What follows belongs to an exercise in optimizing a design on an open flow for small area and a short achievable clock period; a production flow would make more cautious choices. The RTL was checked by simulation tests, not by an equivalence proof against the original design.

==> design.v <==
module ic_locate_net (
    input  wire [23:0]  synd,
    output wire [175:0] z
);
    wire y24 = synd[6] ^ synd[7];
    wire y25 = synd[14] ^ synd[15];
    wire y26 = synd[4] ^ synd[5];
    wire y27 = synd[12] ^ synd[13];
    wire y28 = synd[3] ^ synd[7];
    wire y29 = synd[11] ^ synd[15];
    wire y30 = synd[0] ^ synd[6];
    wire y31 = synd[8] ^ synd[14];
    wire y32 = synd[1] ^ synd[5];
    wire y33 = synd[9] ^ synd[13];
    wire y34 = synd[1] ^ synd[2];
    wire y35 = synd[9] ^ synd[10];
    wire y36 = synd[3] ^ synd[4];
    wire y37 = synd[11] ^ synd[12];
    wire y38 = synd[2] ^ y24;
    wire y39 = synd[10] ^ y25;
    wire y40 = y24 ^ y32;
    wire y41 = y25 ^ y33;
    wire y42 = y26 ^ y30;
    wire y43 = y27 ^ y31;
    wire y44 = synd[3] ^ y26;
    wire y45 = synd[11] ^ y27;
    wire y46 = synd[2] ^ y36;
    wire y47 = synd[10] ^ y37;
    wire y48 = y28 ^ y34;
    wire y49 = y29 ^ y35;
    wire y50 = synd[2] ^ synd[10];
    wire y51 = synd[10] ^ synd[18];
    wire y52 = synd[2] ^ synd[11];
    wire y53 = synd[10] ^ synd[19];
    wire y54 = synd[11] ^ y24;
    wire y55 = synd[19] ^ y25;
    wire y56 = y30 ^ y34;
    wire y57 = y31 ^ y35;
    wire y58 = synd[4] ^ synd[12];
    wire y59 = synd[12] ^ synd[20];
    wire y60 = synd[1] ^ synd[10];
    wire y61 = synd[9] ^ synd[18];
    wire y62 = synd[5] ^ synd[10];
    wire y63 = synd[13] ^ synd[18];
    wire y64 = synd[4] ^ synd[10];
    wire y65 = synd[12] ^ synd[18];
    wire y66 = synd[3] ^ synd[5];
    wire y67 = synd[11] ^ synd[13];
    wire y68 = synd[0] ^ synd[7];
    wire y69 = synd[8] ^ synd[15];
    wire y70 = synd[11] ^ y26;
    wire y71 = synd[19] ^ y27;
    wire y72 = synd[0] ^ y32;
    wire y73 = synd[8] ^ y33;
    wire y74 = synd[0] ^ synd[8];
    wire y75 = synd[1] ^ synd[9];
    wire y76 = synd[3] ^ synd[11];
    wire y77 = synd[5] ^ synd[13];
    wire y78 = synd[6] ^ synd[14];
    wire y79 = synd[7] ^ synd[15];
    wire y80 = synd[8] ^ synd[16];
    wire y81 = synd[9] ^ synd[17];
    wire y82 = synd[11] ^ synd[19];
    wire y83 = synd[13] ^ synd[21];
    wire y84 = synd[14] ^ synd[22];
    wire y85 = synd[15] ^ synd[23];
    wire y86 = synd[7] ^ synd[8];
    wire y87 = synd[0] ^ synd[9];
    wire y88 = synd[4] ^ synd[13];
    wire y89 = synd[5] ^ synd[14];
    wire y90 = synd[6] ^ synd[15];
    wire y91 = synd[15] ^ synd[16];
    wire y92 = synd[8] ^ synd[17];
    wire y93 = synd[12] ^ synd[21];
    wire y94 = synd[13] ^ synd[22];
    wire y95 = synd[14] ^ synd[23];
    wire y96 = synd[6] ^ synd[8];
    wire y97 = synd[7] ^ synd[9];
    wire y98 = synd[4] ^ synd[14];
    wire y99 = synd[5] ^ synd[15];
    wire y100 = synd[14] ^ synd[16];
    wire y101 = synd[15] ^ synd[17];
    wire y102 = synd[12] ^ synd[22];
    wire y103 = synd[13] ^ synd[23];
    wire y104 = synd[5] ^ synd[8];
    wire y105 = synd[6] ^ synd[9];
    wire y106 = synd[5] ^ synd[11];
    wire y107 = synd[4] ^ synd[15];
    wire y108 = synd[13] ^ synd[16];
    wire y109 = synd[14] ^ synd[17];
    wire y110 = synd[13] ^ synd[19];
    wire y111 = synd[12] ^ synd[23];
    wire y112 = synd[4] ^ synd[8];
    wire y113 = synd[5] ^ synd[9];
    wire y114 = synd[12] ^ synd[16];
    wire y115 = synd[13] ^ synd[17];
    wire y116 = synd[4] ^ synd[9];
    wire y117 = synd[12] ^ synd[17];
    wire y118 = synd[3] ^ synd[6];
    wire y119 = synd[11] ^ synd[14];
    wire y120 = synd[0] ^ synd[1];
    wire y121 = synd[8] ^ synd[9];
    wire y122 = synd[7] ^ y60;
    wire y123 = synd[7] ^ y52;
    wire y124 = synd[12] ^ y28;
    wire y125 = synd[15] ^ y61;
    wire y126 = synd[15] ^ y53;
    wire y127 = synd[20] ^ y29;
    wire y128 = synd[10] ^ y30;
    wire y129 = synd[13] ^ y28;
    wire y130 = synd[18] ^ y31;
    wire y131 = synd[21] ^ y29;
    wire y132 = synd[7] ^ y62;
    wire y133 = y30 ^ y106;
    wire y134 = synd[14] ^ y28;
    wire y135 = synd[15] ^ y63;
    wire y136 = y31 ^ y110;
    wire y137 = synd[22] ^ y29;
    wire y138 = synd[6] ^ y64;
    wire y139 = synd[15] ^ y28;
    wire y140 = synd[14] ^ y65;
    wire y141 = synd[23] ^ y29;
    wire y142 = synd[8] ^ y28;
    wire y143 = y28 ^ y62;
    wire y144 = synd[16] ^ y29;
    wire y145 = y29 ^ y63;
    wire y146 = synd[9] ^ y28;
    wire y147 = synd[6] ^ y52;
    wire y148 = synd[17] ^ y29;
    wire y149 = synd[14] ^ y53;
    wire y150 = synd[10] ^ y32;
    wire y151 = synd[18] ^ y33;
    wire y152 = y26 ^ y50;
    wire y153 = synd[11] ^ y36;
    wire y154 = y27 ^ y51;
    wire y155 = synd[19] ^ y37;
    wire y156 = y24 ^ y36;
    wire y157 = synd[0] ^ y28;
    wire y158 = y25 ^ y37;
    wire y159 = synd[8] ^ y29;
    wire y160 = y30 ^ y50;
    wire y161 = y58 ^ y68;
    wire y162 = y31 ^ y51;
    wire y163 = y59 ^ y69;
    wire y164 = synd[1] ^ y54;
    wire y165 = synd[12] ^ y38;
    wire y166 = synd[9] ^ y55;
    wire y167 = synd[20] ^ y39;
    wire y168 = synd[12] ^ y40;
    wire y169 = synd[13] ^ y38;
    wire y170 = synd[20] ^ y41;
    wire y171 = synd[21] ^ y39;
    wire y172 = synd[7] ^ y70;
    wire y173 = synd[12] ^ y42;
    wire y174 = synd[13] ^ y40;
    wire y175 = synd[14] ^ y38;
    wire y176 = synd[15] ^ y71;
    wire y177 = synd[20] ^ y43;
    wire y178 = synd[21] ^ y41;
    wire y179 = synd[22] ^ y39;
    wire y180 = y36 ^ y54;
    wire y181 = synd[12] ^ y44;
    wire y182 = synd[13] ^ y42;
    wire y183 = synd[14] ^ y40;
    wire y184 = synd[15] ^ y38;
    wire y185 = y37 ^ y55;
    wire y186 = synd[20] ^ y45;
    wire y187 = synd[21] ^ y43;
    wire y188 = synd[22] ^ y41;
    wire y189 = synd[23] ^ y39;
    wire y190 = synd[8] ^ y38;
    wire y191 = y38 ^ y64;
    wire y192 = y66 ^ y147;
    wire y193 = synd[12] ^ y46;
    wire y194 = synd[13] ^ y44;
    wire y195 = synd[14] ^ y42;
    wire y196 = synd[15] ^ y40;
    wire y197 = synd[16] ^ y39;
    wire y198 = y39 ^ y65;
    wire y199 = y67 ^ y149;
    wire y200 = synd[20] ^ y47;
    wire y201 = synd[21] ^ y45;
    wire y202 = synd[22] ^ y43;
    wire y203 = synd[23] ^ y41;
    wire y204 = synd[8] ^ y40;
    wire y205 = synd[9] ^ y38;
    wire y206 = y118 ^ y150;
    wire y207 = y34 ^ y70;
    wire y208 = synd[12] ^ y48;
    wire y209 = synd[13] ^ y46;
    wire y210 = synd[14] ^ y44;
    wire y211 = synd[15] ^ y42;
    wire y212 = synd[16] ^ y41;
    wire y213 = synd[17] ^ y39;
    wire y214 = y119 ^ y151;
    wire y215 = y35 ^ y71;
    wire y216 = synd[20] ^ y49;
    wire y217 = synd[21] ^ y47;
    wire y218 = synd[22] ^ y45;
    wire y219 = synd[23] ^ y43;
    wire y220 = synd[8] ^ y42;
    wire y221 = synd[9] ^ y40;
    wire y222 = y68 ^ y152;
    wire y223 = y120 ^ y153;
    wire y224 = synd[12] ^ y56;
    wire y225 = synd[13] ^ y48;
    wire y226 = synd[14] ^ y46;
    wire y227 = synd[15] ^ y44;
    wire y228 = synd[16] ^ y43;
    wire y229 = synd[17] ^ y41;
    wire y230 = y69 ^ y154;
    wire y231 = y121 ^ y155;
    wire y232 = synd[20] ^ y57;
    wire y233 = synd[21] ^ y49;
    wire y234 = synd[22] ^ y47;
    wire y235 = synd[23] ^ y45;
    wire y236 = synd[8] ^ y44;
    wire y237 = synd[9] ^ y42;
    wire y238 = y60 ^ y156;
    wire y239 = y52 ^ y157;
    wire y240 = synd[12] ^ y72;
    wire y241 = synd[13] ^ y56;
    wire y242 = synd[14] ^ y48;
    wire y243 = synd[15] ^ y46;
    wire y244 = synd[16] ^ y45;
    wire y245 = synd[17] ^ y43;
    wire y246 = y61 ^ y158;
    wire y247 = y53 ^ y159;
    wire y248 = synd[20] ^ y73;
    wire y249 = synd[21] ^ y57;
    wire y250 = synd[22] ^ y49;
    wire y251 = synd[23] ^ y47;
    wire y252 = synd[8] ^ y46;
    wire y253 = synd[9] ^ y44;
    wire y254 = y66 ^ y160;
    wire y255 = y34 ^ y54;
    wire y256 = synd[13] ^ y72;
    wire y257 = synd[14] ^ y56;
    wire y258 = synd[15] ^ y48;
    wire y259 = synd[16] ^ y47;
    wire y260 = synd[17] ^ y45;
    wire y261 = y67 ^ y162;
    wire y262 = y35 ^ y55;
    wire y263 = synd[21] ^ y73;
    wire y264 = synd[22] ^ y57;
    wire y265 = synd[23] ^ y49;
    assign z[0] = y74;
    assign z[1] = y75;
    assign z[2] = y50;
    assign z[3] = y76;
    assign z[4] = y58;
    assign z[5] = y77;
    assign z[6] = y78;
    assign z[7] = y79;
    assign z[8] = y80;
    assign z[9] = y81;
    assign z[10] = y51;
    assign z[11] = y82;
    assign z[12] = y59;
    assign z[13] = y83;
    assign z[14] = y84;
    assign z[15] = y85;
    assign z[16] = y86;
    assign z[17] = y87;
    assign z[18] = y122;
    assign z[19] = y123;
    assign z[20] = y124;
    assign z[21] = y88;
    assign z[22] = y89;
    assign z[23] = y90;
    assign z[24] = y91;
    assign z[25] = y92;
    assign z[26] = y125;
    assign z[27] = y126;
    assign z[28] = y127;
    assign z[29] = y93;
    assign z[30] = y94;
    assign z[31] = y95;
    assign z[32] = y96;
    assign z[33] = y97;
    assign z[34] = y128;
    assign z[35] = y164;
    assign z[36] = y165;
    assign z[37] = y129;
    assign z[38] = y98;
    assign z[39] = y99;
    assign z[40] = y100;
    assign z[41] = y101;
    assign z[42] = y130;
    assign z[43] = y166;
    assign z[44] = y167;
    assign z[45] = y131;
    assign z[46] = y102;
    assign z[47] = y103;
    assign z[48] = y104;
    assign z[49] = y105;
    assign z[50] = y132;
    assign z[51] = y133;
    assign z[52] = y168;
    assign z[53] = y169;
    assign z[54] = y134;
    assign z[55] = y107;
    assign z[56] = y108;
    assign z[57] = y109;
    assign z[58] = y135;
    assign z[59] = y136;
    assign z[60] = y170;
    assign z[61] = y171;
    assign z[62] = y137;
    assign z[63] = y111;
    assign z[64] = y112;
    assign z[65] = y113;
    assign z[66] = y138;
    assign z[67] = y172;
    assign z[68] = y173;
    assign z[69] = y174;
    assign z[70] = y175;
    assign z[71] = y139;
    assign z[72] = y114;
    assign z[73] = y115;
    assign z[74] = y140;
    assign z[75] = y176;
    assign z[76] = y177;
    assign z[77] = y178;
    assign z[78] = y179;
    assign z[79] = y141;
    assign z[80] = y142;
    assign z[81] = y116;
    assign z[82] = y143;
    assign z[83] = y180;
    assign z[84] = y181;
    assign z[85] = y182;
    assign z[86] = y183;
    assign z[87] = y184;
    assign z[88] = y144;
    assign z[89] = y117;
    assign z[90] = y145;
    assign z[91] = y185;
    assign z[92] = y186;
    assign z[93] = y187;
    assign z[94] = y188;
    assign z[95] = y189;
    assign z[96] = y190;
    assign z[97] = y146;
    assign z[98] = y191;
    assign z[99] = y192;
    assign z[100] = y193;
    assign z[101] = y194;
    assign z[102] = y195;
    assign z[103] = y196;
    assign z[104] = y197;
    assign z[105] = y148;
    assign z[106] = y198;
    assign z[107] = y199;
    assign z[108] = y200;
    assign z[109] = y201;
    assign z[110] = y202;
    assign z[111] = y203;
    assign z[112] = y204;
    assign z[113] = y205;
    assign z[114] = y206;
    assign z[115] = y207;
    assign z[116] = y208;
    assign z[117] = y209;
    assign z[118] = y210;
    assign z[119] = y211;
    assign z[120] = y212;
    assign z[121] = y213;
    assign z[122] = y214;
    assign z[123] = y215;
    assign z[124] = y216;
    assign z[125] = y217;
    assign z[126] = y218;
    assign z[127] = y219;
    assign z[128] = y220;
    assign z[129] = y221;
    assign z[130] = y222;
    assign z[131] = y223;
    assign z[132] = y224;
    assign z[133] = y225;
    assign z[134] = y226;
    assign z[135] = y227;
    assign z[136] = y228;
    assign z[137] = y229;
    assign z[138] = y230;
    assign z[139] = y231;
    assign z[140] = y232;
    assign z[141] = y233;
    assign z[142] = y234;
    assign z[143] = y235;
    assign z[144] = y236;
    assign z[145] = y237;
    assign z[146] = y238;
    assign z[147] = y239;
    assign z[148] = y240;
    assign z[149] = y241;
    assign z[150] = y242;
    assign z[151] = y243;
    assign z[152] = y244;
    assign z[153] = y245;
    assign z[154] = y246;
    assign z[155] = y247;
    assign z[156] = y248;
    assign z[157] = y249;
    assign z[158] = y250;
    assign z[159] = y251;
    assign z[160] = y252;
    assign z[161] = y253;
    assign z[162] = y254;
    assign z[163] = y255;
    assign z[164] = y161;
    assign z[165] = y256;
    assign z[166] = y257;
    assign z[167] = y258;
    assign z[168] = y259;
    assign z[169] = y260;
    assign z[170] = y261;
    assign z[171] = y262;
    assign z[172] = y163;
    assign z[173] = y263;
    assign z[174] = y264;
    assign z[175] = y265;
endmodule
module ic_encoder (
    input  wire [63:0] data,
    output wire [23:0] check
);
    wire e64 = data[40] ^ data[41];
    wire e65 = data[59] ^ data[43];
    wire e66 = data[51] ^ e64;
    wire e67 = data[62] ^ data[19];
    wire e68 = data[55] ^ data[46];
    wire e69 = data[38] ^ data[6];
    wire e70 = data[60] ^ data[17];
    wire e71 = data[61] ^ data[21];
    wire e72 = data[54] ^ data[11];
    wire e73 = data[52] ^ e65;
    wire e74 = data[35] ^ data[23];
    wire e75 = data[47] ^ data[39];
    wire e76 = data[26] ^ data[16];
    wire e77 = data[53] ^ data[44];
    wire e78 = data[56] ^ data[25];
    wire e79 = data[49] ^ data[36];
    wire e80 = data[57] ^ data[24];
    wire e81 = data[42] ^ data[27];
    wire e82 = data[45] ^ data[30];
    wire e83 = data[28] ^ e66;
    wire e84 = data[58] ^ data[48];
    wire e85 = data[50] ^ data[7];
    wire e86 = data[63] ^ data[20];
    wire e87 = data[12] ^ data[14];
    wire e88 = data[5] ^ e73;
    wire e89 = data[31] ^ data[13];
    wire e90 = data[37] ^ e74;
    wire e91 = data[22] ^ e67;
    wire e92 = data[8] ^ e69;
    wire e93 = data[33] ^ e75;
    wire e94 = e70 ^ e81;
    wire e95 = e72 ^ e77;
    wire e96 = data[18] ^ e71;
    wire e97 = data[32] ^ data[2];
    wire e98 = data[34] ^ data[4];
    wire e99 = e76 ^ e80;
    wire e100 = data[10] ^ e68;
    wire e101 = e78 ^ e82;
    wire e102 = e83 ^ e86;
    wire e103 = data[9] ^ data[1];
    wire e104 = data[58] ^ data[3];
    wire e105 = data[28] ^ data[29];
    wire e106 = data[0] ^ e79;
    wire e107 = e84 ^ e87;
    wire e108 = e85 ^ e90;
    wire e109 = data[54] ^ e96;
    wire e110 = e88 ^ e93;
    wire e111 = data[18] ^ data[15];
    wire e112 = data[52] ^ data[42];
    wire e113 = data[53] ^ data[20];
    wire e114 = data[56] ^ data[12];
    wire e115 = data[9] ^ data[7];
    wire e116 = data[61] ^ data[5];
    wire e117 = e71 ^ e97;
    wire e118 = data[36] ^ e98;
    wire e119 = e97 ^ e104;
    wire e120 = e82 ^ e114;
    wire e121 = e69 ^ e79;
    wire e122 = data[29] ^ e85;
    wire e123 = data[0] ^ e76;
    wire e124 = e68 ^ e89;
    wire e125 = e67 ^ e87;
    wire e126 = data[59] ^ e66;
    wire e127 = data[32] ^ e91;
    wire e128 = data[13] ^ e106;
    wire e129 = e78 ^ e92;
    wire e130 = data[6] ^ e94;
    wire e131 = data[60] ^ e92;
    wire e132 = data[24] ^ e95;
    wire e133 = e80 ^ e107;
    wire e134 = data[15] ^ e99;
    wire e135 = data[25] ^ e83;
    wire e136 = data[37] ^ data[38];
    wire e137 = data[49] ^ data[19];
    wire e138 = data[51] ^ data[46];
    wire e139 = data[47] ^ data[33];
    wire e140 = data[48] ^ data[16];
    wire e141 = data[57] ^ data[62];
    wire e142 = data[22] ^ data[5];
    wire e143 = data[55] ^ data[17];
    wire e144 = data[37] ^ data[31];
    wire e145 = data[26] ^ data[31];
    wire e146 = data[39] ^ data[30];
    wire e147 = e68 ^ e111;
    wire e148 = data[19] ^ e112;
    wire e149 = data[23] ^ e70;
    wire e150 = data[34] ^ e103;
    wire e151 = e74 ^ e113;
    wire e152 = data[1] ^ e137;
    wire e153 = data[45] ^ e72;
    wire e154 = data[20] ^ e139;
    wire e155 = data[3] ^ e115;
    wire e156 = data[46] ^ e89;
    wire e157 = data[40] ^ e75;
    wire e158 = e84 ^ e98;
    wire e159 = data[41] ^ e105;
    wire e160 = data[35] ^ e77;
    wire e161 = data[38] ^ e116;
    wire e162 = data[14] ^ e99;
    wire e163 = e86 ^ e93;
    wire e164 = e73 ^ e100;
    wire e165 = e96 ^ e153;
    wire e166 = e118 ^ e119;
    wire e167 = data[10] ^ e95;
    wire e168 = e121 ^ e142;
    wire e169 = e95 ^ e105;
    wire e170 = data[50] ^ e124;
    wire e171 = e101 ^ e123;
    wire e172 = data[45] ^ e94;
    wire e173 = e122 ^ e146;
    wire e174 = data[12] ^ e108;
    wire e175 = e126 ^ e128;
    wire e176 = e91 ^ e130;
    wire e177 = e65 ^ e131;
    wire e178 = e154 ^ e166;
    wire e179 = e108 ^ e157;
    wire e180 = data[44] ^ e109;
    wire e181 = data[11] ^ e88;
    wire e182 = e133 ^ e145;
    wire e183 = e102 ^ e117;
    wire e184 = e110 ^ e155;
    wire e185 = e102 ^ e120;
    wire e186 = e72 ^ e135;
    wire e187 = data[39] ^ data[16];
    wire e188 = data[24] ^ data[7];
    wire e189 = data[44] ^ data[29];
    wire e190 = data[56] ^ data[21];
    wire e191 = data[63] ^ data[34];
    wire e192 = data[36] ^ data[23];
    wire e193 = data[57] ^ data[48];
    wire e194 = data[27] ^ data[10];
    wire e195 = data[57] ^ data[26];
    wire e196 = data[14] ^ data[15];
    wire e197 = data[43] ^ data[47];
    wire e198 = data[29] ^ data[13];
    wire e199 = data[43] ^ data[6];
    wire e200 = data[27] ^ data[18];
    wire e201 = data[49] ^ data[42];
    wire e202 = data[52] ^ data[43];
    wire e203 = data[25] ^ data[8];
    wire e204 = data[9] ^ data[10];
    wire e205 = data[50] ^ data[4];
    wire e206 = e84 ^ e187;
    wire e207 = data[8] ^ e85;
    wire e208 = e103 ^ e136;
    wire e209 = e87 ^ e188;
    wire e210 = data[9] ^ e138;
    wire e211 = data[35] ^ e71;
    wire e212 = e113 ^ e136;
    wire e213 = e70 ^ e98;
    wire e214 = e140 ^ e141;
    wire e215 = e143 ^ e191;
    wire e216 = data[58] ^ e65;
    wire e217 = e79 ^ e86;
    wire e218 = e68 ^ e141;
    wire e219 = e144 ^ e192;
    wire e220 = data[21] ^ e69;
    wire e221 = e103 ^ e193;
    wire e222 = data[1] ^ e74;
    wire e223 = e143 ^ e194;
    wire e224 = e78 ^ e195;
    wire e225 = data[60] ^ e81;
    wire e226 = e197 ^ e198;
    wire e227 = e75 ^ e80;
    wire e228 = e112 ^ e199;
    wire e229 = data[7] ^ e70;
    wire e230 = data[49] ^ e67;
    wire e231 = e84 ^ e138;
    wire e232 = e89 ^ e201;
    wire e233 = data[2] ^ e202;
    wire e234 = e203 ^ e204;
    wire e235 = data[61] ^ e76;
    wire e236 = e79 ^ e81;
    wire e237 = e82 ^ e89;
    wire e238 = e104 ^ e111;
    wire e239 = e64 ^ e76;
    wire e240 = e144 ^ e205;
    wire e241 = e147 ^ e206;
    wire e242 = e148 ^ e149;
    wire e243 = e207 ^ e208;
    wire e244 = e117 ^ e150;
    wire e245 = e151 ^ e209;
    wire e246 = data[3] ^ e93;
    wire e247 = e100 ^ e107;
    wire e248 = e90 ^ e148;
    wire e249 = e189 ^ e210;
    wire e250 = e100 ^ e118;
    wire e251 = e120 ^ e140;
    wire e252 = e211 ^ e212;
    wire e253 = e90 ^ e156;
    wire e254 = e190 ^ e213;
    wire e255 = e101 ^ e116;
    wire e256 = e216 ^ e217;
    wire e257 = e122 ^ e123;
    wire e258 = e218 ^ e219;
    wire e259 = e106 ^ e151;
    wire e260 = e220 ^ e221;
    wire e261 = e125 ^ e222;
    wire e262 = e64 ^ e101;
    wire e263 = e119 ^ e152;
    wire e264 = e77 ^ e91;
    wire e265 = e90 ^ e158;
    wire e266 = e196 ^ e224;
    wire e267 = e91 ^ e96;
    wire e268 = e100 ^ e121;
    wire e269 = e158 ^ e159;
    wire e270 = e160 ^ e225;
    wire e271 = e94 ^ e147;
    wire e272 = e161 ^ e226;
    wire e273 = e101 ^ e124;
    wire e274 = e125 ^ e159;
    wire e275 = e227 ^ e228;
    wire e276 = e161 ^ e200;
    wire e277 = e92 ^ e149;
    wire e278 = e230 ^ e231;
    wire e279 = e150 ^ e232;
    wire e280 = e66 ^ e160;
    wire e281 = e233 ^ e234;
    wire e282 = e73 ^ e115;
    wire e283 = e235 ^ e236;
    wire e284 = e237 ^ e238;
    wire e285 = e125 ^ e239;
    wire e286 = e127 ^ e129;
    wire e287 = e162 ^ e163;
    wire e288 = e242 ^ e243;
    wire e289 = e128 ^ e164;
    wire e290 = e244 ^ e245;
    wire e291 = e132 ^ e152;
    wire e292 = e246 ^ e247;
    wire e293 = e131 ^ e165;
    wire e294 = e248 ^ e249;
    wire e295 = e127 ^ e250;
    wire e296 = e251 ^ e252;
    wire e297 = e163 ^ e167;
    wire e298 = e168 ^ e214;
    wire e299 = e253 ^ e254;
    wire e300 = e133 ^ e165;
    wire e301 = e168 ^ e215;
    wire e302 = e169 ^ e255;
    wire e303 = e257 ^ e258;
    wire e304 = e88 ^ e170;
    wire e305 = e259 ^ e260;
    wire e306 = e171 ^ e223;
    wire e307 = e109 ^ e134;
    wire e308 = e156 ^ e262;
    wire e309 = e94 ^ e126;
    wire e310 = e129 ^ e162;
    wire e311 = e170 ^ e264;
    wire e312 = e109 ^ e172;
    wire e313 = e265 ^ e266;
    wire e314 = e88 ^ e134;
    wire e315 = e267 ^ e268;
    wire e316 = e269 ^ e270;
    wire e317 = e132 ^ e271;
    wire e318 = e273 ^ e274;
    wire e319 = e127 ^ e229;
    wire e320 = e132 ^ e171;
    wire e321 = e277 ^ e278;
    wire e322 = e83 ^ e129;
    wire e323 = e134 ^ e173;
    wire e324 = e130 ^ e173;
    wire e325 = e280 ^ e281;
    wire e326 = e167 ^ e282;
    wire e327 = e283 ^ e284;
    wire e328 = e164 ^ e169;
    wire e329 = e172 ^ e240;
    wire e330 = e174 ^ e175;
    wire e331 = e241 ^ e286;
    wire e332 = e175 ^ e287;
    wire e333 = e176 ^ e289;
    wire e334 = e177 ^ e291;
    wire e335 = e178 ^ e293;
    wire e336 = e295 ^ e296;
    wire e337 = e297 ^ e298;
    wire e338 = e179 ^ e300;
    wire e339 = e176 ^ e179;
    wire e340 = e256 ^ e302;
    wire e341 = e177 ^ e180;
    wire e342 = e304 ^ e305;
    wire e343 = e181 ^ e261;
    wire e344 = e110 ^ e174;
    wire e345 = e263 ^ e307;
    wire e346 = e178 ^ e309;
    wire e347 = e310 ^ e311;
    wire e348 = e102 ^ e312;
    wire e349 = e314 ^ e315;
    wire e350 = e272 ^ e317;
    wire e351 = e180 ^ e275;
    wire e352 = e182 ^ e276;
    wire e353 = e110 ^ e320;
    wire e354 = e181 ^ e279;
    wire e355 = e322 ^ e323;
    wire e356 = e182 ^ e324;
    wire e357 = e135 ^ e326;
    wire e358 = e285 ^ e328;
    wire e359 = e330 ^ e331;
    wire e360 = e288 ^ e332;
    wire e361 = e290 ^ e333;
    wire e362 = e183 ^ e292;
    wire e363 = e294 ^ e335;
    wire e364 = e184 ^ e336;
    wire e365 = e299 ^ e337;
    wire e366 = e301 ^ e338;
    wire e367 = e339 ^ e340;
    wire e368 = e185 ^ e303;
    wire e369 = e186 ^ e342;
    wire e370 = e183 ^ e306;
    wire e371 = e308 ^ e344;
    wire e372 = e346 ^ e347;
    wire e373 = e184 ^ e313;
    wire e374 = e316 ^ e349;
    wire e375 = e185 ^ e350;
    wire e376 = e318 ^ e351;
    wire e377 = e186 ^ e319;
    wire e378 = e321 ^ e353;
    wire e379 = e354 ^ e355;
    wire e380 = e325 ^ e356;
    wire e381 = e327 ^ e357;
    wire e382 = e329 ^ e358;
    wire e383 = e334 ^ e362;
    wire e384 = e341 ^ e368;
    wire e385 = e343 ^ e370;
    wire e386 = e345 ^ e371;
    wire e387 = e348 ^ e373;
    wire e388 = e352 ^ e377;
    assign check[16] = e359;
    assign check[17] = e360;
    assign check[18] = e361;
    assign check[19] = e383;
    assign check[20] = e363;
    assign check[21] = e364;
    assign check[22] = e365;
    assign check[23] = e366;
    assign check[8] = e367;
    assign check[9] = e384;
    assign check[10] = e369;
    assign check[11] = e385;
    assign check[12] = e386;
    assign check[13] = e372;
    assign check[14] = e387;
    assign check[15] = e374;
    assign check[0] = e375;
    assign check[1] = e376;
    assign check[2] = e388;
    assign check[3] = e378;
    assign check[4] = e379;
    assign check[5] = e380;
    assign check[6] = e381;
    assign check[7] = e382;
endmodule
module ic_syndrome (
    input  wire [87:0] word,
    output wire [23:0] synd
);
    wire x88 = word[82] ^ word[76];
    wire x89 = word[75] ^ word[68];
    wire x90 = word[84] ^ word[36];
    wire x91 = word[78] ^ word[30];
    wire x92 = word[69] ^ word[62];
    wire x93 = word[61] ^ word[55];
    wire x94 = word[81] ^ word[74];
    wire x95 = word[60] ^ word[54];
    wire x96 = word[77] ^ word[29];
    wire x97 = word[71] ^ word[23];
    wire x98 = word[47] ^ word[15];
    wire x99 = word[64] ^ word[22];
    wire x100 = word[57] ^ word[43];
    wire x101 = word[72] ^ word[58];
    wire x102 = word[51] ^ word[37];
    wire x103 = word[80] ^ word[66];
    wire x104 = word[73] ^ word[59];
    wire x105 = word[45] ^ word[31];
    wire x106 = word[67] ^ word[53];
    wire x107 = word[83] ^ x88;
    wire x108 = x89 ^ x92;
    wire x109 = word[39] ^ x94;
    wire x110 = word[70] ^ word[63];
    wire x111 = word[65] ^ word[44];
    wire x112 = word[50] ^ word[38];
    wire x113 = word[52] ^ word[46];
    wire x114 = word[48] ^ word[42];
    wire x115 = x99 ^ x100;
    wire x116 = x101 ^ x102;
    wire x117 = x103 ^ x105;
    wire x118 = x93 ^ x107;
    wire x119 = x95 ^ x109;
    wire x120 = word[86] ^ word[79];
    wire x121 = word[32] ^ word[26];
    wire x122 = word[20] ^ word[14];
    wire x123 = word[33] ^ word[27];
    wire x124 = word[40] ^ word[34];
    wire x125 = word[41] ^ word[35];
    wire x126 = x90 ^ x96;
    wire x127 = x91 ^ x97;
    wire x128 = x104 ^ x106;
    wire x129 = x121 ^ x122;
    wire x130 = word[21] ^ x123;
    wire x131 = word[28] ^ x124;
    wire x132 = x111 ^ x116;
    wire x133 = word[56] ^ word[49];
    wire x134 = word[87] ^ x98;
    wire x135 = word[85] ^ x112;
    wire x136 = x113 ^ x114;
    wire x137 = x98 ^ x108;
    wire x138 = x115 ^ x117;
    wire x139 = word[63] ^ x129;
    wire x140 = x108 ^ x119;
    wire x141 = word[80] ^ word[56];
    wire x142 = word[72] ^ word[0];
    wire x143 = word[81] ^ word[73];
    wire x144 = word[65] ^ word[49];
    wire x145 = word[57] ^ word[17];
    wire x146 = word[82] ^ word[50];
    wire x147 = word[58] ^ word[18];
    wire x148 = word[83] ^ word[75];
    wire x149 = word[59] ^ word[43];
    wire x150 = word[51] ^ word[11];
    wire x151 = word[60] ^ word[12];
    wire x152 = word[52] ^ word[4];
    wire x153 = word[85] ^ word[5];
    wire x154 = word[69] ^ word[37];
    wire x155 = word[61] ^ word[13];
    wire x156 = word[70] ^ word[62];
    wire x157 = word[46] ^ word[14];
    wire x158 = word[38] ^ word[6];
    wire x159 = word[79] ^ word[31];
    wire x160 = word[84] ^ word[1];
    wire x161 = word[36] ^ word[29];
    wire x162 = word[24] ^ word[30];
    wire x163 = word[23] ^ word[15];
    wire x164 = word[47] ^ word[7];
    wire x165 = word[16] ^ x141;
    wire x166 = word[25] ^ x144;
    wire x167 = word[10] ^ x146;
    wire x168 = word[19] ^ x149;
    wire x169 = word[44] ^ x90;
    wire x170 = word[86] ^ x91;
    wire x171 = word[78] ^ x120;
    wire x172 = x89 ^ x120;
    wire x173 = x110 ^ x163;
    wire x174 = word[66] ^ x95;
    wire x175 = word[71] ^ x135;
    wire x176 = word[3] ^ x134;
    wire x177 = x113 ^ x117;
    wire x178 = x127 ^ x128;
    wire x179 = word[70] ^ x130;
    wire x180 = x131 ^ x136;
    wire x181 = x125 ^ x126;
    wire x182 = word[22] ^ x130;
    wire x183 = word[54] ^ x118;
    wire x184 = word[2] ^ x138;
    wire x185 = x119 ^ x172;
    wire x186 = x131 ^ x182;
    wire x187 = x137 ^ x183;
    wire x188 = word[87] ^ x140;
    wire x189 = word[64] ^ word[48];
    wire x190 = word[40] ^ word[32];
    wire x191 = word[24] ^ word[8];
    wire x192 = word[41] ^ word[33];
    wire x193 = word[9] ^ word[1];
    wire x194 = word[74] ^ word[66];
    wire x195 = word[42] ^ word[34];
    wire x196 = word[26] ^ word[2];
    wire x197 = word[67] ^ word[35];
    wire x198 = word[27] ^ word[3];
    wire x199 = word[76] ^ word[68];
    wire x200 = word[28] ^ word[20];
    wire x201 = word[53] ^ word[45];
    wire x202 = word[54] ^ word[22];
    wire x203 = word[63] ^ word[55];
    wire x204 = word[39] ^ word[7];
    wire x205 = word[50] ^ word[0];
    wire x206 = word[83] ^ word[85];
    wire x207 = word[76] ^ word[77];
    wire x208 = word[55] ^ word[8];
    wire x209 = word[52] ^ word[16];
    wire x210 = word[61] ^ word[46];
    wire x211 = word[17] ^ word[23];
    wire x212 = word[87] ^ word[32];
    wire x213 = word[25] ^ word[30];
    wire x214 = word[18] ^ word[11];
    wire x215 = word[40] ^ word[33];
    wire x216 = word[38] ^ word[26];
    wire x217 = word[82] ^ word[48];
    wire x218 = word[41] ^ word[47];
    wire x219 = word[34] ^ word[27];
    wire x220 = word[42] ^ word[35];
    wire x221 = word[28] ^ word[21];
    wire x222 = word[81] ^ word[77];
    wire x223 = word[73] ^ word[67];
    wire x224 = word[44] ^ word[39];
    wire x225 = word[49] ^ word[8];
    wire x226 = word[64] ^ word[65];
    wire x227 = word[10] ^ word[4];
    wire x228 = word[72] ^ word[45];
    wire x229 = word[29] ^ word[5];
    wire x230 = word[75] ^ word[67];
    wire x231 = word[69] ^ word[36];
    wire x232 = word[12] ^ word[6];
    wire x233 = word[80] ^ word[74];
    wire x234 = word[68] ^ word[53];
    wire x235 = word[37] ^ word[31];
    wire x236 = x142 ^ x189;
    wire x237 = x190 ^ x191;
    wire x238 = x143 ^ x145;
    wire x239 = x192 ^ x193;
    wire x240 = x147 ^ x194;
    wire x241 = x195 ^ x196;
    wire x242 = x148 ^ x150;
    wire x243 = x197 ^ x198;
    wire x244 = x151 ^ x152;
    wire x245 = x199 ^ x200;
    wire x246 = word[21] ^ x96;
    wire x247 = x153 ^ x154;
    wire x248 = x155 ^ x201;
    wire x249 = x156 ^ x157;
    wire x250 = x158 ^ x202;
    wire x251 = x97 ^ x159;
    wire x252 = x203 ^ x204;
    wire x253 = x110 ^ x205;
    wire x254 = x92 ^ x110;
    wire x255 = x160 ^ x206;
    wire x256 = x207 ^ x208;
    wire x257 = word[9] ^ x104;
    wire x258 = x161 ^ x209;
    wire x259 = x106 ^ x161;
    wire x260 = x162 ^ x210;
    wire x261 = x104 ^ x112;
    wire x262 = x152 ^ x212;
    wire x263 = x213 ^ x214;
    wire x264 = word[19] ^ x151;
    wire x265 = x153 ^ x215;
    wire x266 = word[20] ^ x155;
    wire x267 = x158 ^ x217;
    wire x268 = x218 ^ x219;
    wire x269 = x106 ^ x133;
    wire x270 = x157 ^ x164;
    wire x271 = x220 ^ x221;
    wire x272 = word[43] ^ x91;
    wire x273 = x114 ^ x133;
    wire x274 = x142 ^ x148;
    wire x275 = x154 ^ x159;
    wire x276 = word[15] ^ x88;
    wire x277 = x93 ^ x100;
    wire x278 = x102 ^ x105;
    wire x279 = x133 ^ x160;
    wire x280 = x223 ^ x224;
    wire x281 = x90 ^ x225;
    wire x282 = word[9] ^ x101;
    wire x283 = x93 ^ x94;
    wire x284 = x111 ^ x112;
    wire x285 = x88 ^ x103;
    wire x286 = x125 ^ x145;
    wire x287 = x150 ^ x228;
    wire x288 = x96 ^ x97;
    wire x289 = x99 ^ x110;
    wire x290 = x125 ^ x143;
    wire x291 = x147 ^ x162;
    wire x292 = x230 ^ x231;
    wire x293 = word[13] ^ x114;
    wire x294 = x156 ^ x164;
    wire x295 = x233 ^ x234;
    wire x296 = x165 ^ x236;
    wire x297 = x166 ^ x238;
    wire x298 = x167 ^ x240;
    wire x299 = x168 ^ x242;
    wire x300 = x169 ^ x244;
    wire x301 = x246 ^ x247;
    wire x302 = x170 ^ x249;
    wire x303 = x134 ^ x251;
    wire x304 = x115 ^ x126;
    wire x305 = x127 ^ x254;
    wire x306 = x255 ^ x256;
    wire x307 = x171 ^ x257;
    wire x308 = x115 ^ x167;
    wire x309 = x211 ^ x259;
    wire x310 = x126 ^ x173;
    wire x311 = x261 ^ x262;
    wire x312 = x109 ^ x216;
    wire x313 = x264 ^ x265;
    wire x314 = x128 ^ x266;
    wire x315 = x267 ^ x268;
    wire x316 = x269 ^ x270;
    wire x317 = x169 ^ x174;
    wire x318 = x222 ^ x272;
    wire x319 = x273 ^ x274;
    wire x320 = x135 ^ x171;
    wire x321 = x276 ^ x277;
    wire x322 = x278 ^ x279;
    wire x323 = x116 ^ x170;
    wire x324 = x129 ^ x136;
    wire x325 = x174 ^ x226;
    wire x326 = x128 ^ x165;
    wire x327 = x227 ^ x283;
    wire x328 = x173 ^ x229;
    wire x329 = x285 ^ x286;
    wire x330 = x232 ^ x288;
    wire x331 = x289 ^ x290;
    wire x332 = x291 ^ x292;
    wire x333 = x107 ^ x127;
    wire x334 = x166 ^ x168;
    wire x335 = x235 ^ x293;
    wire x336 = x294 ^ x295;
    wire x337 = x237 ^ x296;
    wire x338 = x239 ^ x297;
    wire x339 = x241 ^ x298;
    wire x340 = x243 ^ x299;
    wire x341 = x245 ^ x300;
    wire x342 = x248 ^ x301;
    wire x343 = x250 ^ x302;
    wire x344 = x252 ^ x303;
    wire x345 = x253 ^ x304;
    wire x346 = x132 ^ x305;
    wire x347 = x175 ^ x258;
    wire x348 = x132 ^ x176;
    wire x349 = x260 ^ x308;
    wire x350 = x132 ^ x138;
    wire x351 = x263 ^ x310;
    wire x352 = x132 ^ x177;
    wire x353 = x178 ^ x312;
    wire x354 = x177 ^ x314;
    wire x355 = x118 ^ x271;
    wire x356 = x139 ^ x175;
    wire x357 = x275 ^ x317;
    wire x358 = x318 ^ x319;
    wire x359 = x179 ^ x280;
    wire x360 = x320 ^ x321;
    wire x361 = x139 ^ x180;
    wire x362 = x281 ^ x323;
    wire x363 = x118 ^ x176;
    wire x364 = x178 ^ x179;
    wire x365 = x181 ^ x282;
    wire x366 = x324 ^ x325;
    wire x367 = x137 ^ x139;
    wire x368 = x284 ^ x326;
    wire x369 = x287 ^ x328;
    wire x370 = x118 ^ x180;
    wire x371 = x330 ^ x331;
    wire x372 = x181 ^ x333;
    wire x373 = x334 ^ x335;
    wire x374 = x306 ^ x346;
    wire x375 = x184 ^ x307;
    wire x376 = x185 ^ x309;
    wire x377 = x348 ^ x349;
    wire x378 = x311 ^ x350;
    wire x379 = x313 ^ x352;
    wire x380 = x185 ^ x315;
    wire x381 = x316 ^ x355;
    wire x382 = x356 ^ x357;
    wire x383 = x322 ^ x359;
    wire x384 = x184 ^ x361;
    wire x385 = x363 ^ x364;
    wire x386 = x365 ^ x366;
    wire x387 = x186 ^ x327;
    wire x388 = x367 ^ x368;
    wire x389 = x140 ^ x186;
    wire x390 = x329 ^ x369;
    wire x391 = x332 ^ x370;
    wire x392 = x336 ^ x372;
    wire x393 = x187 ^ x345;
    wire x394 = x187 ^ x347;
    wire x395 = x376 ^ x377;
    wire x396 = x351 ^ x378;
    wire x397 = x353 ^ x379;
    wire x398 = x354 ^ x380;
    wire x399 = x188 ^ x381;
    wire x400 = x358 ^ x382;
    wire x401 = x360 ^ x383;
    wire x402 = x188 ^ x362;
    wire x403 = x385 ^ x386;
    wire x404 = x387 ^ x388;
    wire x405 = x389 ^ x390;
    wire x406 = x371 ^ x391;
    wire x407 = x373 ^ x392;
    wire x408 = x375 ^ x394;
    wire x409 = x384 ^ x402;
    assign synd[0] = x337;
    assign synd[1] = x338;
    assign synd[2] = x339;
    assign synd[3] = x340;
    assign synd[4] = x341;
    assign synd[5] = x342;
    assign synd[6] = x343;
    assign synd[7] = x344;
    assign synd[8] = x393;
    assign synd[9] = x374;
    assign synd[10] = x408;
    assign synd[11] = x395;
    assign synd[12] = x396;
    assign synd[13] = x397;
    assign synd[14] = x398;
    assign synd[15] = x399;
    assign synd[16] = x400;
    assign synd[17] = x401;
    assign synd[18] = x409;
    assign synd[19] = x403;
    assign synd[20] = x404;
    assign synd[21] = x405;
    assign synd[22] = x406;
    assign synd[23] = x407;
endmodule
module ic_locate (
    input  wire [23:0] synd,      
    output wire [10:0] hit,       
    output wire        nz         
);
    wire [175:0] z;
    wire         nz0 = |synd[7:0];
    ic_locate_net u_net (.synd(synd), .z(z));
    genvar s;
    generate
        for (s = 0; s < 11; s = s + 1) begin : g_sym
            assign hit[s] = nz0 & ~|z[16*(10-s) +: 16];
        end
    endgenerate
    assign nz = |synd;
endmodule
module ic_decoder (
    input  wire [87:0] word,
    input  wire [7:0]  s0,        
    input  wire [10:0] hit,       
    input  wire        nz,        
    output wire [87:0] fixed,     
    output wire        ce,        
    output wire        ue,        
    output wire [3:0]  sym        
);
    genvar s;
    generate
        for (s = 0; s < 11; s = s + 1) begin : g_sym
            assign fixed[87-8*s -: 8] = word[87-8*s -: 8] ^ ({8{hit[s]}} & s0);
        end
    endgenerate
    assign ce     = |hit;
    assign sym[0] = hit[1] | hit[3] | hit[5] | hit[7] | hit[9];
    assign sym[1] = hit[2] | hit[3] | hit[6] | hit[7] | hit[10];
    assign sym[2] = hit[4] | hit[5] | hit[6] | hit[7];
    assign sym[3] = hit[8] | hit[9] | hit[10];
    assign ue     = nz & ~ce;
endmodule
module ic_line_codec (
    input  wire         clk,
    input  wire         rst,             
    input  wire         rd_valid,
    input  wire [351:0] rd_line,         
    output wire         rd_out_valid,
    output wire [351:0] rd_out_line,     
    output wire [3:0]   rd_out_ce,
    output wire [3:0]   rd_out_ue,
    output wire [15:0]  rd_out_sym,      
    input  wire         wr_valid,
    input  wire [255:0] wr_data,         
    output reg          wr_out_valid,
    output reg  [95:0]  wr_out_check     
);
    wire [95:0] synd;
    wire [43:0] hit;
    wire [3:0]  nz;
    wire [95:0] check;
    reg         rd_v_q;
    reg [351:0] rd_line_q;
    reg [31:0]  s0_q;
    reg [43:0]  hit_q;
    reg [3:0]   nz_q;
    genvar l;
    generate
        for (l = 0; l < 4; l = l + 1) begin : g_lane
            ic_syndrome u_syn (
                .word (rd_line[88*l +: 88]),
                .synd (synd[24*l +: 24])
            );
            ic_locate u_loc (
                .synd (synd[24*l +: 24]),
                .hit  (hit[11*l +: 11]),
                .nz   (nz[l])
            );
            ic_decoder u_dec (
                .word  (rd_line_q[88*l +: 88]),
                .s0    (s0_q[8*l +: 8]),
                .hit   (hit_q[11*l +: 11]),
                .nz    (nz_q[l]),
                .fixed (rd_out_line[88*l +: 88]),
                .ce    (rd_out_ce[l]),
                .ue    (rd_out_ue[l]),
                .sym   (rd_out_sym[4*l +: 4])
            );
            ic_encoder u_enc (
                .data  (wr_data[64*l +: 64]),
                .check (check[24*l +: 24])
            );
            always @(posedge clk)
                s0_q[8*l +: 8] <= synd[24*l +: 8];
        end
    endgenerate
    always @(posedge clk) begin
        if (rst) begin
            rd_v_q       <= 1'b0;
            wr_out_valid <= 1'b0;
        end else begin
            rd_v_q       <= rd_valid;
            wr_out_valid <= wr_valid;
        end
        rd_line_q    <= rd_line;
        hit_q        <= hit;
        nz_q         <= nz;
        wr_out_check <= check;
    end
    assign rd_out_valid = rd_v_q;
endmodule
==> run.sh <==
#!/bin/bash
# synth_recipe.tcl (not shown) runs the flow's synth.tcl, then flattens the netlist and writes it again
# the make line also repeats each setting of config.mk as NAME=value (left out here)
make -C /OpenROAD-flow-scripts/flow DESIGN_CONFIG=/design/flow/config.mk WORK_HOME=/design/flow/orfs CLKGATE_MAP_FILE= SYNTH_SCRIPT=/design/flow/synth_recipe.tcl finish
==> config.mk <==
export PLATFORM = sky130hd
export DESIGN_NAME = ic_line_codec
export DESIGN_NICKNAME = ic_line_codec
export VERILOG_FILES = /design/flow/design.v
export SDC_FILE = /design/flow/constraint.sdc
export NUM_CORES = 4
export LEC_CHECK = 0
export CAP_MARGIN = 20
export CORE_MARGIN = 2
export CORE_UTILIZATION = 40
export SLEW_MARGIN = 20
==> constraint.sdc <==
create_clock -name core_clock -period 6.0 [get_ports {clk}]
set_input_delay 1.2000 -clock core_clock [delete_from_list [all_inputs] [get_ports {clk}]]
set_output_delay 1.2000 -clock core_clock [all_outputs]
set_load 0.01 [all_outputs]
==> impl_metrics.tcl <==
set metrics [dict create \
    coreArea_sq_um 131000 \
    synth_edf_count 0 \
    status "complete, no violations" \
    place_congestion 0.996 \
    critPathCaptureType "flip-flop" \
    wl_um 226000 \
    routed_via_density 5.13 \
    post-route-period-util_pct 86.7 \
    maxSlewViolCount 0 \
    ys_warn_count 1 \
    start_util_pct 40.3 \
    rows 133 \
    postRouteAntennaNets 0 \
    path_buf_inv 2 \
    setup_violations 0 \
    path_cells "clkdlybuf4s50_1, xnor2_1, xnor2_1, xnor3_1, inv_1, ha_1, xnor3_1, xnor2_1, xor2_1, nor4_1, o2111ai_1, nor4_1" \
    syn-cell-area_sq_um 52900 \
    path_common_cell "xnor2_1" \
    layout-drive-gt1-share_pct 6.92 \
    min_period_ps 5200 \
    num_io_pins 1086 \
    critPathMaxStageDelay_ps 640 \
    finalHoldViolCount 0 \
    tightest_slew_ps 1140 \
    syn_nets 6083 \
    cts_tree "yes" \
    final_common_cell "xnor2_1" \
    cts_sinks 530 \
    fmax_ghz 0.192 \
    grt_pass1_wl_um 320000 \
    die_h_um 368 \
    synth-main-ff-cell "dfxtp_1" \
    die_w_um 368 \
    synth_seq_cells 530 \
    critPathKind "input pin to flip-flop" \
    rsz0062_at_grt "no" \
    grt_overflow 0 \
    place_inst 8287 \
    cp.required_ps 6510 \
    dp_hpwl_um 187000 \
    holdWs_ps 1070 \
    numPortBuffers 1085 \
    cp.arrival_ps 5710 \
    maxSlewHeadroom_pct 23.9 \
    htree_num_levels 3 \
    synth-seq-area-share_pct 20.1 \
    final_cell_count_no_fill 8416 \
    wl_per_cell_um 26.9 \
    max_cap_viol_count 0 \
    postCtsHoldBufs 0 \
    grt_use_total_pct 32.5 \
    slowest_stage "clkdlybuf4s50_1" \
    dr_total_vias 43100 \
    drt_iter0_drc 3568 \
    drc_errors 0 \
    most-common-layout-cells "2383 x xnor2_1, 1085 x clkdlybuf4s50_1, 576 x xor2_1" \
    cts_resized 0 \
    cts_root_buf "clkbuf_16" \
    nets 7240 \
    worstPathMaxFanout 5 \
    syn_to_final_growth_pct 30.9 \
    async_flop_share_pct 0 \
    tns_ps 0 \
    post_cts_buffers 0 \
    grt_pass1_vias 43700 \
    clock_path_buffers 3 \
    die_area_sq_um 135000 \
    hold_class "input pin to flip-flop" \
    syn_inst 5447 \
    startpoint_type "input pin" \
    dr.pass1.iters 8 \
    final.fill_count 12000 \
    grt_max_degree 23 \
    clk_pin_slew_ps 60 \
    crit_family "XOR/XNOR gates" \
    synth.avg_cell_area_sq_um 9.71 \
    synth.distinct_cells 74 \
    antenna_found_initial 20 \
    cts_buffers 70 \
]
## registers in the layout (all words and copies together), names as in the netlist
register,count
hit_q,44
nz_q,4
rd_line_q,352
rd_v_q,1
s0_q,32
wr_out_check,96
wr_out_valid,1
## Yosys cell counts (32+ instances only)
cell	count	area share, %
or3_1	57	0.67
clkbuf_1	149	1.1
nor4_1	38	0.45
xnor2_1	2385	40
dfxtp_1	530	20
nor2_1	91	0.65
and3_1	69	0.82
nor3_1	108	1.0
xnor3_1	261	11
nand2_1	438	3.1
xnor2_2	33	1.0
xor2_1	578	9.6
buf_2	48	0.45
nand3_1	103	0.98
xor3_1	32	1.4
o21ai_0	39	0.37
mux2i_1	34	0.64
## per-layer routing
metal / part of all wire, % / global-route usage (%)
met1: 41 / 41.2
met2: 48 / 55.3
met3: 7.4 / 4.98
met4: 4.0 / 12.3
met5: 0.046 / 0
## kinds of logic (layout without fill, tap and decap cells)
| kind of cell | after synthesis | in the layout | synth area share [%] |
|---|---|---|---|
| AOI/OAI and AO/OA | 178 | 178 | 2.45 |
| xor gates and xnor gates | 3322 | 3322 | 64.1 |
| adders and majority gates | 24 | 24 | 0.568 |
| buffers and inverters | 285 | 1498 | 2.23 |
| DFF | 530 | 530 | 20.1 |
| muxes | 40 | 40 | 0.772 |
| other | 0 | 1 | 0 |
| and+or+nand+nor | 1068 | 1068 | 9.81 |
## path summary, 6_finish.rpt
check | from | to | slack [ps] | cells after the start
max | rd_line[342] | hit_q[38] | 800 | 12
min | rd_line[2] | rd_line_q[2] | 1070 | 1
## stage by stage
step           util (%)  setup slack [ps]  instance area [sq um]
6_report           52.7               799                  69200
5_1_grt            52.7               721                  69200
4_1_cts            52.7               994                  69200
3_5_place_dp       50.9               264                  66800
3_3_place_gp       50.9               244                  66800
2_1_floorplan         -               937                  52900
## layout make-up
class                           count  area [sq um]  area share, %
Tap cell                         1755          2200           3.17
Multi-Input combinational cell   4632         41100           59.4
Timing Repair Buffer             1326         12700           18.3
Inverter                           44           165          0.239
Antenna cell                        1          2.50        0.00362
Sequential cell                   530         10600           15.3
Clock inverter                     30           385          0.557
Clock buffer                       98          2040           2.95

[separate check: timing with driven ports]
The flow's constraints put no driver on any port. The routed layout listed below was extracted and timed again, unchanged, in two steps. Step 1: set_driving_cell puts a clkbuf_16 on clk and a buf_2 on each other input, an assumption about the parent block. Step 2 moves the port delays by t, midway between the first and last clock arrival at a register: inputs arrive t later, outputs are due t later. That takes back most of the time a late clock gives input paths. Three values: ideal ports, drivers, drivers and shift; two values: the first two.
t, ns: 0.742
setup WS [ns]: 0.799 / 0.848 / 0.107
worst hold slack (ns): 1.070 / 1.020 / 1.761
worst setup path after step 2: input to register
clock arrival spread, ns: 0.031 / 0.031
After both steps setup and hold are still met in this run. For this run, drivers alone change the setup slack by +0.049 ns; drivers and shift together by -0.692 ns.
